This is an optimization exercise on Yosys and OpenROAD, whose aim is small area, a short achievable clock period and few clock cycles per item, not a production implementation. Function was checked by simulation only, so behaviour that the tests miss may differ from the original.

run a:
Design xts_line_engine, start of the top module:
module xts_line_engine (
    input  wire         clk,
    input  wire         rst,
    input  wire         in_valid,
    output wire         in_ready,
    input  wire         in_decrypt,
    input  wire [255:0] in_key1,
    input  wire [255:0] in_key2,
    input  wire [39:0]  in_line,
    input  wire [47:0]  in_gen,
    input  wire [511:0] in_data,
    output wire         out_valid,
    input  wire         out_ready,
    output wire [511:0] out_data
);
export LEC_CHECK = 0
export CAP_MARGIN = 30
export CORE_MARGIN = 2
export CORE_UTILIZATION = 48
export PLACE_DENSITY = 0.58
export SLEW_MARGIN = 30
export TNS_END_PERCENT = 0
create_clock -name core_clock -period 10.0 [get_ports {clk}]
standard.sh (not shown) runs the stock make flow with config.mk's settings and CLKGATE_MAP_FILE= SYNTH_SCRIPT=/design/flow/synth_recipe.tcl, a recipe that flattens the netlist after the stock synthesis.
==> flow/flow/run.sh <==
#!/bin/bash
# Layout flow: the standard flow (standard.sh), with the standard
# synthesis run first and unchanged, then the layout steps with:
#  - the port buffers (every input and output still gets one) made from
#    sky130_fd_sc_hd__buf_2 instead of the default choice.
# Each make run's output goes to its own log file here.
set -euo pipefail
MARGIN=$(cat flow/setup_margin.txt)
bash standard.sh synth > synth.log 2>&1
bash standard.sh SETUP_SLACK_MARGIN=$MARGIN "BUFFER_PORTS_ARGS=-buffer_cell sky130_fd_sc_hd__buf_2" finish > layout.log 2>&1
==> flow/flow/setup_margin.txt <==
6.0
Testbench counts of run a, summed over its fixed seeds: cycles 7,416, lines 256.
Input changes introduced in run b (baseline for comparison: run a):
Settings: PLACE_DENSITY now 0.6, was 0.58; CORE_UTILIZATION now 45, was 48.
Results
Run b: top fanout value on the critical path is 157 lower than what run a reported. Run a -> run b: count of clock-buffer cells in the layout decreased slightly. Cmp run b and run a / wire length per cell / higher: run b. Run b: detailed-router iteration count before antenna repair is 1 higher than what run a reported. Maximum number of pins on one net before global-route repair is higher on run b.

========
## lane 1
xts_line_engine, a different RTL version from the one above (not shown whole).
Size in the first run: about 25000 cells after synthesis, roughly 0.27 sq mm of cells after synthesis.
Settings: LEC_CHECK=0, CAP_MARGIN=30, CORE_MARGIN=2, CORE_UTILIZATION=45, CTS_BUF_LIST=sky130_fd_sc_hd__clkbuf_8 sky130_fd_sc_hd__clkbuf_16, CTS_CLUSTER_SIZE=25, PLACE_DENSITY=0.6, SLEW_MARGIN=30, TNS_END_PERCENT=0; clock period 10.0 ns.
Scripts as last shown in full above: flow/flow/run.sh, flow/flow/setup_margin.txt
Testbench counts of lane 1, summed over its fixed seeds: cycles 7,664, lines 256.
Changes in lane 2 relative to lane 1:
Settings: CTS_CLUSTER_SIZE: 25 -> unset; CTS_BUF_LIST: sky130_fd_sc_hd__clkbuf_8 sky130_fd_sc_hd__clkbuf_16 -> unset.
Results
Lane 2 ends up with a critical path data arrival time that is 0.13 ns lower than in lane 1.
Going from lane 1 to lane 2, number of combinational gates with multiple inputs held; relative slew slack went up 4.7 points; global-route met3 utilization held.
In terms of number of fillers in the final layout, lane 1 and lane 2 differ only marginally.
[inputs] lane 3 vs lane 2
Settings: PLACE_DENSITY now 0.7, was 0.6.
Results
The flow completed for lane 3, but it is not clean: the layout still shows capacitance limit, slew limit. Summary of lane 3 over lane 2: sum of routed wire segments on met1 saw a decrease; arrival time at the worst endpoint saw an increase; worst hold slack saw a decrease. Compared with lane 2, in lane 3 amount of wire on met2 after detailed routing now sits at about the same level; number of cells traversed by the worst register-to-register path now sits lower. Lane 2 has higher clock network contribution to total cell area than lane 3. On data required time at the worst endpoint, lane 2 tracks lane 3 almost exactly. Lane 3 vs. lane 2: maximum clock frequency closely matched the old numbers; worst setup slack decreased 0.011 ns.

========
RTL: one of the versions met above, not the one the previous note started from.
For scale: ~25,000 cells after synthesis, roughly 3,400 flip-flops, ~1,600 I/O pins.
Settings: LEC_CHECK=0, CAP_MARGIN=30, CORE_MARGIN=2, CORE_UTILIZATION=45, PLACE_DENSITY=0.55, SLEW_MARGIN=30, TNS_END_PERCENT=0; clock period 10.0 ns.
Scripts as last shown in full above: flow/flow/run.sh, flow/flow/setup_margin.txt
The baseline completed without violations.
Testbench counts at the start, summed over its fixed seeds: cycles 7,416, lines 256.
Rerun with:
Settings changed: PLACE_DENSITY 0.55 to 0.5.
=>
- global-route usage is higher by 0.84 points
- core utilization is lower by 0.20 points
- wire length is higher by 1.2%
- flip-flop and latch count does not change
Rerun with:
Settings changed: CORE_UTILIZATION 45 to 42, PLACE_DENSITY 0.5 to 0.6.
=>
- sequential cell count does not change
- sequential share of layout area drops by 0.50 points
- worst setup slack gets better by 160 ps
Rerun with:
Settings changed: CORE_UTILIZATION 42 to 45, GPL_ROUTABILITY_DRIVEN set to 0, PLACE_DENSITY 0.6 to 0.55.
Outcome:
- The changed run completed without violations
- final area is about the same
- count of clock-buffer cells in the layout is higher by 16
- non-clock buffer count is higher by 53
- area after synthesis stays the same
- synthesized cell count stays the same
- global-route usage is higher by 1.4 points

========
xts_line_engine again, from the RTL that the note above started with.
==> flow/config.mk <==
export PLATFORM = sky130hd
export DESIGN_NAME = xts_line_engine
export DESIGN_NICKNAME = xts_line_engine
export VERILOG_FILES = /design/flow/design.v
export SDC_FILE = /design/flow/constraint.sdc
export NUM_CORES = 8
export LEC_CHECK = 0
export CAP_MARGIN = 30
export CORE_MARGIN = 2
export CORE_UTILIZATION = 45
export CTS_BUF_LIST = sky130_fd_sc_hd__clkbuf_4 sky130_fd_sc_hd__clkbuf_8
export PLACE_DENSITY = 0.55
export SLEW_MARGIN = 30
export TNS_END_PERCENT = 0
==> flow/constraint.sdc <==
create_clock -name core_clock -period 10.0 [get_ports {clk}]
set_input_delay 2.0000 -clock core_clock [delete_from_list [all_inputs] [get_ports {clk}]]
set_output_delay 2.0000 -clock core_clock [all_outputs]
set_load 0.01 [all_outputs]
Scripts as last shown in full above: flow/flow/run.sh, flow/flow/setup_margin.txt
The baseline finished with timing, DRC and antenna clean.
Testbench counts at the start, summed over its fixed seeds: cycles 7,416, lines 256.
Rerun with:
==> flow/flow/run.sh (replaced) <==
#!/bin/bash
# Layout flow: the standard flow (standard.sh), with:
#  - the standard synthesis script, with the 3-input XOR/XNOR cells added to
#    the platform's don't-use list (flow/dont_use.txt holds the platform's
#    list plus those); registers map exactly as in the standard synthesis;
#  - the port buffers (every input and output still gets one) made from
#    sky130_fd_sc_hd__buf_2 instead of the default choice.
# Each make run's output goes to its own log file here.
set -euo pipefail
MARGIN=$(cat flow/setup_margin.txt)
DONT_USE=$(cat flow/dont_use.txt)
bash standard.sh "DONT_USE_CELLS=$DONT_USE" synth > synth.log 2>&1
bash standard.sh "DONT_USE_CELLS=$DONT_USE" SETUP_SLACK_MARGIN=$MARGIN "BUFFER_PORTS_ARGS=-buffer_cell sky130_fd_sc_hd__buf_2" finish > layout.log 2>&1
==> flow/flow/dont_use.txt (new file) <==
sky130_fd_sc_hd__probe_p_8 sky130_fd_sc_hd__probec_p_8 sky130_fd_sc_hd__lpflow_bleeder_1 sky130_fd_sc_hd__lpflow_clkbufkapwr_1 sky130_fd_sc_hd__lpflow_clkbufkapwr_16 sky130_fd_sc_hd__lpflow_clkbufkapwr_2 sky130_fd_sc_hd__lpflow_clkbufkapwr_4 sky130_fd_sc_hd__lpflow_clkbufkapwr_8 sky130_fd_sc_hd__lpflow_clkinvkapwr_1 sky130_fd_sc_hd__lpflow_clkinvkapwr_16 sky130_fd_sc_hd__lpflow_clkinvkapwr_2 sky130_fd_sc_hd__lpflow_clkinvkapwr_4 sky130_fd_sc_hd__lpflow_clkinvkapwr_8 sky130_fd_sc_hd__lpflow_decapkapwr_12 sky130_fd_sc_hd__lpflow_decapkapwr_3 sky130_fd_sc_hd__lpflow_decapkapwr_4 sky130_fd_sc_hd__lpflow_decapkapwr_6 sky130_fd_sc_hd__lpflow_decapkapwr_8 sky130_fd_sc_hd__lpflow_inputiso0n_1 sky130_fd_sc_hd__lpflow_inputiso0p_1 sky130_fd_sc_hd__lpflow_inputiso1n_1 sky130_fd_sc_hd__lpflow_inputiso1p_1 sky130_fd_sc_hd__lpflow_inputisolatch_1 sky130_fd_sc_hd__lpflow_isobufsrc_1 sky130_fd_sc_hd__lpflow_isobufsrc_16 sky130_fd_sc_hd__lpflow_isobufsrc_2 sky130_fd_sc_hd__lpflow_isobufsrc_4 sky130_fd_sc_hd__lpflow_isobufsrc_8 sky130_fd_sc_hd__lpflow_isobufsrckapwr_16 sky130_fd_sc_hd__lpflow_lsbuf_lh_hl_isowell_tap_1 sky130_fd_sc_hd__lpflow_lsbuf_lh_hl_isowell_tap_2 sky130_fd_sc_hd__lpflow_lsbuf_lh_hl_isowell_tap_4 sky130_fd_sc_hd__lpflow_lsbuf_lh_isowell_4 sky130_fd_sc_hd__lpflow_lsbuf_lh_isowell_tap_1 sky130_fd_sc_hd__lpflow_lsbuf_lh_isowell_tap_2 sky130_fd_sc_hd__lpflow_lsbuf_lh_isowell_tap_4 sky130_fd_sc_hd__xor3_1 sky130_fd_sc_hd__xor3_2 sky130_fd_sc_hd__xor3_4 sky130_fd_sc_hd__xnor3_1 sky130_fd_sc_hd__xnor3_2 sky130_fd_sc_hd__xnor3_4
- CTS_BUF_LIST: sky130_fd_sc_hd__clkbuf_4 sky130_fd_sc_hd__clkbuf_8 -> default
=>
- The changed run completed with no timing, DRC or antenna violations
- sequential cell count is unchanged
- setup slack gets worse by 250 ps
- non-clock buffer count is lower by 972
- cell area drops by 8.0%
- critical path depth grows by 1
- via count came out lower by 0.90%
Rerun with:
==> flow/flow/run.sh (replaced) <==
#!/bin/bash
# Layout flow: the standard flow (standard.sh), with the standard
# synthesis run first and unchanged, then the layout steps with:
#  - the port buffers (every input and output still gets one) made from
#    sky130_fd_sc_hd__buf_2 instead of the default choice.
# Each make run's output goes to its own log file here.
set -euo pipefail
MARGIN=$(cat flow/setup_margin.txt)
bash standard.sh synth > synth.log 2>&1
bash standard.sh SETUP_SLACK_MARGIN=$MARGIN "BUFFER_PORTS_ARGS=-buffer_cell sky130_fd_sc_hd__buf_2" finish > layout.log 2>&1
- CTS_BUF_LIST: default -> sky130_fd_sc_hd__clkbuf_8
removed: flow/flow/dont_use.txt
Effect:
- The new run produced a clean layout
- synthesized area rises by about 3.7%
- via count rises by about 0.6%
- non-clock buffer count rises by 949
- core utilization rises by 2.4 points
- routed wire length falls by about 1%
- design area rises by 8.3%
- clock-buffer cell count rises by 172
- sequential share of layout area falls by 2.4 points

[port drivers added, routing unchanged]
No port has a modelled driver above. Below, the same layouts with a new extraction and two added sets of constraints. Step 1 assumes that a clkbuf_16 drives the clock port and a buf_2 every other input. Step 2 moves the port delays by t, midway between the first and last clock arrival at a register: inputs arrive t later, outputs are due t later. That takes back most of the time a late clock gives input paths. Slacks: no drivers / after step 1 / after step 2; pairs: no drivers / after step 1.
| run | shift t [ns] | setup WS [ns] | slew at the worst register clock pin (ns) |
|---|---|---|---|
| run a | 1.220 | 5.393 / 5.393 / 4.405 | 0.08 / 0.08 |
| run b | 1.251 | 5.307 / 5.307 / 4.219 | 0.08 / 0.08 |
| lane 1 | 1.204 | 5.265 / 5.147 / 4.179 | 0.08 / 0.08 |
| lane 2 | 1.204 | 5.284 / 5.203 / 4.159 | 0.08 / 0.08 |
| lane 3 | 1.222 | 5.274 / 5.246 / 4.313 | 0.07 / 0.07 |
| the first run of note 3 | 1.223 | 5.474 / 5.402 / 4.180 | 0.07 / 0.07 |
| the second run of note 3 | 1.201 | 5.287 / 5.287 / 4.284 | 0.07 / 0.07 |
| the third run of note 3 | 1.266 | 5.447 / 5.392 / 4.412 | 0.08 / 0.08 |
| the fourth run of note 3 | 1.221 | 5.518 / 5.496 / 4.274 | 0.07 / 0.07 |
| the first run of note 4 | 1.506 | 5.460 / 5.460 / 4.158 | 0.08 / 0.08 |
| the second run of note 4 | 1.198 | 5.215 / 5.215 / 4.227 | 0.08 / 0.08 |
| the third run of note 4 | 1.503 | 5.439 / 5.439 / 4.160 | 0.08 / 0.08 |
The setup slack of the first run of note 4, which loses most, moves by 0.000 ns with the drivers and by -1.302 ns with both steps.
